Background: an optimization exercise with open tools, aiming at small area, a short achievable clock period and few clock cycles per item. Do not read the settings as production practice. At most, simulation tests tie the RTL to the original design; equivalence was not proved.

==> job 2154 <==
==> flow/design.v <==
module flow_hash (
    input  wire         clk,
    input  wire         rst,
    input  wire         req_valid,
    output wire         req_ready,
    input  wire [319:0] req_key,
    input  wire [5:0]   req_len,
    input  wire [127:0] req_seed,
    input  wire [23:0]  req_nbuckets,
    output wire         resp_valid,
    input  wire         resp_ready,
    output wire [63:0]  resp_hash,
    output wire [23:0]  resp_bucket1,
    output wire [23:0]  resp_bucket2
);
    function [63:0] rotl(input [63:0] x, input integer b);
        rotl = (x << b) | (x >> (64 - b));
    endfunction
    function [63:0] add64(input [63:0] a, input [63:0] b);
        reg [63:0] g, p, gn, pn;
        integer i, l;
        begin
            g = a & b;
            p = a ^ b;
            for (l = 0; l < 6; l = l + 1) begin
                gn = g;
                pn = p;
                for (i = 0; i < 64; i = i + 1)
                    if ((i >> l) & 1) begin
                        gn[i] = g[i] | (p[i] & g[((i >> l) << l) - 1]);
                        pn[i] = p[i] & p[((i >> l) << l) - 1];
                    end
                g = gn;
                p = pn;
            end
            add64 = a ^ b ^ {g[62:0], 1'b0};
        end
    endfunction
    wire [2:0] last_blk = req_len[5:3];
    function [63:0] msg_word(input [2:0] j, input [319:0] k, input [5:0] l);
        integer b;
        reg [63:0] w;
        begin
            case (j)
                3'd0: w = k[63:0];
                3'd1: w = k[127:64];
                3'd2: w = k[191:128];
                3'd3: w = k[255:192];
                3'd4: w = k[319:256];
                default: w = 64'd0;
            endcase
            if (j == l[5:3]) begin
                for (b = 0; b < 7; b = b + 1)
                    if (b >= l[2:0]) w[8*b +: 8] = 8'd0;
                w[63:56] = {2'b00, l};
            end
            msg_word = w;
        end
    endfunction
    reg         busy;        
    reg  [2:0]  blk;         
    reg         second;      
    reg         fin;         
    reg  [1:0]  fcnt;        
    reg  [63:0] v0, v1, v2, v3;
    reg  [63:0] m_cur;
    wire [63:0] m_next = msg_word((busy && !fin) ? blk + {2'b00, second} : 3'd0, req_key, req_len);
    always @(posedge clk)
        m_cur <= m_next;
    wire [63:0] a0 = add64(v0, v1);
    wire [63:0] b1 = rotl(v1, 13) ^ a0;
    wire [63:0] a2 = add64(v2, v3);
    wire [63:0] b3 = rotl(v3, 16) ^ a2;
    wire [63:0] c0 = add64(rotl(a0, 32), b3);       
    wire [63:0] c3 = rotl(b3, 21) ^ c0;             
    wire [63:0] c2 = add64(a2, b1);
    wire [63:0] c1 = rotl(b1, 17) ^ c2;             
    wire [63:0] n2 = rotl(c2, 32);                  
    wire [63:0] hash = c2 ^ n2 ^ rotl(b1, 17) ^ rotl(b3, 21);
    wire blk_end  = busy && !fin && second;
    wire last_end = blk_end && (blk == last_blk);
    wire take_rnd = busy && fin && (fcnt == 2'd2);    
    wire last_rnd = busy && fin && (fcnt == 2'd3);    
    wire load     = !busy || last_rnd;                
    reg  [63:0] hash_r;
    reg  [23:0] nb;
    reg  [23:0] rem_lo, rem_hi;
    reg  [4:0]  dcnt;        
    reg         rvalid;
    reg         pend;        
    reg         pend2;       
    wire slot_free = (dcnt == 5'd0) && !rvalid && !pend && !pend2;
    assign req_ready = take_rnd && slot_free;
    wire take = req_ready && req_valid;
    wire        sk22 = |nb[23:22];
    wire        sk18 = |nb[23:18];
    wire        sk12 = |nb[23:12];
    wire        sk6  = |nb[23:6];
    reg  [23:0] below;
    integer q;
    always @(*) begin
        below[23] = 1'b0;
        for (q = 22; q >= 0; q = q - 1)
            below[q] = below[q+1] | nb[q+1];
    end
    wire        pow2  = ~|(nb & below);
    wire [4:0]  steps = pow2 ? 5'd0 : sk22 ? 5'd5 : sk18 ? 5'd7 : sk12 ? 5'd10 : sk6 ? 5'd13 : 5'd16;
    function [23:0] rem_init(input [31:0] x, input p2, input [23:0] msk,
                             input s22, input s18, input s12, input s6);
        rem_init = p2  ? x[23:0] & msk :
                   s22 ? {2'b0, x[31:10]} : s18 ? {6'b0, x[31:14]} :
                   s12 ? {12'b0, x[31:20]} : s6 ? {18'b0, x[31:26]} : 24'd0;
    endfunction
    function [1:0] dig_init(input [31:0] x, input s22, input s18, input s12, input s6);
        dig_init = s22 ? x[9:8] : s18 ? x[13:12] : s12 ? x[19:18] : s6 ? x[25:24] : x[31:30];
    endfunction
    wire [4:0] to_take = {1'b0, last_blk, 1'b0} + 5'd5;
    wire [4:0] dwait   = last_rnd ? steps + 5'd3 : pend2 ? steps + 5'd2 : (dcnt != 5'd0 || rvalid) ? dcnt + 5'd1 : 5'd0;
    wire       start   = load && req_valid && (dwait <= to_take);
    always @(posedge clk) begin
        if (rst) begin
            busy <= 1'b0;
        end else if (load) begin
            busy   <= start;
            blk    <= 3'd0;
            second <= 1'b0;
            fin    <= 1'b0;
            fcnt   <= 2'd0;
        end else begin
            second <= ~second;
            if (fin)
                fcnt <= fcnt + 2'd1;
            if (blk_end) begin
                blk <= blk + 3'd1;
                if (last_end)
                    fin <= 1'b1;
            end
            if (take_rnd && !slot_free)
                busy <= 1'b0;
        end
    end
    always @(posedge clk) begin
        if (load) begin
            v0 <= req_seed[63:0]   ^ 64'h736F6D6570736575;
            v1 <= req_seed[127:64] ^ 64'h646F72616E646F6D;
            v2 <= req_seed[63:0]   ^ 64'h6C7967656E657261;
            v3 <= req_seed[127:64] ^ 64'h7465646279746573 ^ m_next;
        end else begin
            v0 <= c0 ^ (blk_end ? m_cur : 64'd0);
            v1 <= c1;
            v2 <= n2 ^ (last_end ? 64'hFF : 64'd0);
            v3 <= c3 ^ ((blk_end && !last_end) ? m_next : 64'd0);
        end
    end
    function [23:0] div_step(input [23:0] r, input [1:0] d, input [23:0] n);
        reg [24:0] t;
        reg [25:0] s;
        integer k;
        begin
            for (k = 1; k >= 0; k = k - 1) begin
                t = {r, d[k]};
                s = {1'b0, t} - {2'b00, n};
                r = s[25] ? t[23:0] : s[23:0];
            end
            div_step = r;
        end
    endfunction
    reg  [1:0] dig_lo, dig_hi;
    reg  [1:0] ndig_lo, ndig_hi;
    integer j;
    always @(*) begin
        ndig_lo = 2'd0;
        ndig_hi = 2'd0;
        for (j = 2; j <= 16; j = j + 1)
            if (dcnt == j[4:0]) begin
                ndig_lo = hash_r[2*j-3 -: 2];
                ndig_hi = hash_r[32+2*j-3 -: 2];
            end
    end
    always @(posedge clk) begin
        if (take)
            nb <= req_nbuckets;
        if (pend)
            hash_r <= hash;
        if (pend2) begin
            rem_lo <= rem_init(hash_r[31:0],  pow2, below, sk22, sk18, sk12, sk6);
            rem_hi <= rem_init(hash_r[63:32], pow2, below, sk22, sk18, sk12, sk6);
            dig_lo <= dig_init(hash_r[31:0],  sk22, sk18, sk12, sk6);
            dig_hi <= dig_init(hash_r[63:32], sk22, sk18, sk12, sk6);
        end else if (dcnt != 5'd0) begin
            rem_lo <= div_step(rem_lo, dig_lo, nb);
            rem_hi <= div_step(rem_hi, dig_hi, nb);
            dig_lo <= ndig_lo;
            dig_hi <= ndig_hi;
        end
    end
    always @(posedge clk) begin
        if (rst) begin
            pend   <= 1'b0;
            pend2  <= 1'b0;
            dcnt   <= 5'd0;
            rvalid <= 1'b0;
        end else begin
            pend  <= take;
            pend2 <= pend;
            if (pend2) begin
                dcnt   <= steps;
                rvalid <= pow2;
            end else if (dcnt != 5'd0) begin
                dcnt <= dcnt - 5'd1;
                if (dcnt == 5'd1)
                    rvalid <= 1'b1;
            end else if (rvalid && resp_ready) begin
                rvalid <= 1'b0;
            end
        end
    end
    assign resp_valid   = rvalid;
    assign resp_hash    = hash_r;
    assign resp_bucket1 = rem_lo;
    assign resp_bucket2 = (rem_hi == rem_lo) ? (rem_lo ^ 24'd1) : rem_hi;
endmodule
==> flow/flow/run.sh <==
#!/bin/bash
# The standard layout, with every port buffered by a plain buf_1 instead of
# the delay buffer that buffer_ports picks by default, and timing repair
# aiming for 6 ns of setup slack. Each ORFS step keeps its own log under
# orfs/logs; make's own output goes to standard.log.
set -euo pipefail
export BUFFER_PORTS_ARGS="-buffer_cell sky130_fd_sc_hd__buf_1"
bash standard.sh SETUP_SLACK_MARGIN=6 finish > standard.log 2>&1
==> flow/standard.sh <==
#!/bin/bash
# synth_recipe.tcl (not shown) runs the flow's synth.tcl, then flattens the netlist and writes it again
# the make line also repeats each setting of config.mk as NAME=value (left out here)
make -C /OpenROAD-flow-scripts/flow DESIGN_CONFIG=/design/flow/config.mk WORK_HOME=/design/flow/orfs CLKGATE_MAP_FILE= SYNTH_SCRIPT=/design/flow/synth_recipe.tcl "${@:-finish}"
==> flow/config.mk <==
export PLATFORM = sky130hd
export DESIGN_NAME = flow_hash
export DESIGN_NICKNAME = flow_hash
export VERILOG_FILES = /design/flow/design.v
export SDC_FILE = /design/flow/constraint.sdc
export NUM_CORES = 4
export LEC_CHECK = 0
export ABC_AREA = 1
export CAP_MARGIN = 20
export CORE_MARGIN = 2
export CORE_UTILIZATION = 55
export SLEW_MARGIN = 20
==> flow/constraint.sdc <==
create_clock -name core_clock -period 12.0 [get_ports {clk}]
set_input_delay 2.4000 -clock core_clock [delete_from_list [all_inputs] [get_ports {clk}]]
set_output_delay 2.4000 -clock core_clock [all_outputs]
set_load 0.01 [all_outputs]
==> job 7035 (differences from job 2154) <==
--- a/flow/design.v
+++ b/flow/design.v
@@ -91,3 +91,3 @@
     reg         pend2;       
-    wire slot_free = (dcnt == 5'd0) && !rvalid && !pend && !pend2;
+    wire slot_free = (dcnt == 5'd0) && !pend && !pend2 && (!rvalid || resp_ready);
     assign req_ready = take_rnd && slot_free;
@@ -117,3 +117,3 @@
     wire [4:0] to_take = {1'b0, last_blk, 1'b0} + 5'd5;
-    wire [4:0] dwait   = last_rnd ? steps + 5'd3 : pend2 ? steps + 5'd2 : (dcnt != 5'd0 || rvalid) ? dcnt + 5'd1 : 5'd0;
+    wire [4:0] dwait   = last_rnd ? steps + 5'd2 : pend2 ? steps + 5'd1 : dcnt;
     wire       start   = load && req_valid && (dwait <= to_take);
- CORE_UTILIZATION: 55 -> 47
- CTS_CLUSTER_DIAMETER: unset -> 70
- CTS_CLUSTER_SIZE: unset -> 25
==> job 8946 (differences from job 2154) <==
--- a/flow/design.v
+++ b/flow/design.v
@@ -91,3 +91,3 @@
     reg         pend2;       
-    wire slot_free = (dcnt == 5'd0) && !rvalid && !pend && !pend2;
+    wire slot_free = (dcnt == 5'd0) && !pend && !pend2 && (!rvalid || resp_ready);
     assign req_ready = take_rnd && slot_free;
@@ -117,3 +117,3 @@
     wire [4:0] to_take = {1'b0, last_blk, 1'b0} + 5'd5;
-    wire [4:0] dwait   = last_rnd ? steps + 5'd3 : pend2 ? steps + 5'd2 : (dcnt != 5'd0 || rvalid) ? dcnt + 5'd1 : 5'd0;
+    wire [4:0] dwait   = last_rnd ? steps + 5'd2 : pend2 ? steps + 5'd1 : dcnt;
     wire       start   = load && req_valid && (dwait <= to_take);
- ABC_AREA: 1 -> 0
- CORE_UTILIZATION: 55 -> 40
- CTS_BUF_LIST: unset -> sky130_fd_sc_hd__clkbuf_8
==> summary.txt <==
|  | job 2154 | job 7035 | job 8946 |
|---|---|---|---|
| Outcome | no timing/DRC/antenna violations | no timing/DRC/antenna violations | no timing/DRC/antenna violations |
| Clock buffers | 75 | 50 | 109 |
| Multi-input logic portion of the cell area | 60.47% | 60.36% | 61.49% |
| Violation count after the first detailed-routing iteration | 9534 | 8189 | 5517 |
| Wire length on met1 | 89.60 mm | 94.10 mm | 78.52 mm |
| Worst path arrival time | 6510 ps | 6560 ps | 7600 ps |
| Met3 usage | 27.25% | 15.65% | 10.85% |
| Post-synthesis compound-gate area fraction | 15.43% | 15.28% | 20.19% |
| Final design instance area without fill | 0.05601 mm2 | 0.05447 mm2 | 0.05643 mm2 |
| Post-route non-filler standard cell count | 9383 | 9279 | 7325 |
| Critical path origin | v1[0] | v3[26] | v1[0] |
| Aggregate global-route resource usage | 58.39% | 51.78% | 39.61% |
| Clock transition at path regs | 70 ps | 80 ps | 60 ps |
| Reg2Reg Launch Point | v1[0] | v3[26] | v1[0] |
| Layout filler cell count | 8083 | 10004 | 9201 |
| H-tree depth | 2 | 2 | 3 |
| Worst-case hold slack | 489.7 ps | 498.9 ps | 542.2 ps |
| Routed wire per std cell | 29.23 um | 29.88 um | 29.88 um |
| Crit path top cell by count | nand2_1 | - | buf_6 |
| Weighted congestion reported at the end of routability-driven placement | 1.195 | 1.151 | 1.097 |
| Post-synthesis sequential area ratio | 22.98% | 23.32% | 26.76% |
| Reg area | 0.01102 mm2 | 0.01101 mm2 | 0.01103 mm2 |
| Total of cells resized after clock tree synthesis | 176 | 114 | 892 |
Testbench counts of job 7035, summed over its fixed seeds: cycles 36,880, items 3,200.
Testbench counts of job 8946, summed over its fixed seeds: cycles 36,880, items 3,200.
Only the layout flow was run in job 2154; the RTL was not checked for function there.

## separate check: timing with driven ports
No port has a modelled driver above. Below, the same layouts with a new extraction and two added sets of constraints.
Step 1 (the two cells are an assumption about what drives the block):
set clk [get_ports {clk}]
set_driving_cell -lib_cell sky130_fd_sc_hd__clkbuf_16 $clk
set_driving_cell -lib_cell sky130_fd_sc_hd__buf_2 [delete_from_list [all_inputs] $clk]
Step 2 times the ports against the registers' clock, not the clock port: input delays grow and output delays shrink by t, the midpoint of the rising clock arrivals with the driver on.
Slacks: no drivers / after step 1 / after step 2; pairs: no drivers / after step 1.
run | t, ns | slack for setup (ns) | worst register clock-pin slew, ns | worst slew at a driven data input, ns
job 2154 | 0.752 | 5.901 / 5.901 / 5.812 | 0.07 / 0.07 | 0.20
job 7035 | 0.750 | 5.955 / 5.955 / 5.835 | 0.10 / 0.10 | 0.16
job 8946 | 0.841 | 4.986 / 4.986 / 4.986 | 0.07 / 0.07 | 0.13
After both steps every run listed still meets setup and hold. For job 7035, which loses most, drivers alone change the setup slack by 0.000 ns; drivers and shift together by -0.120 ns.
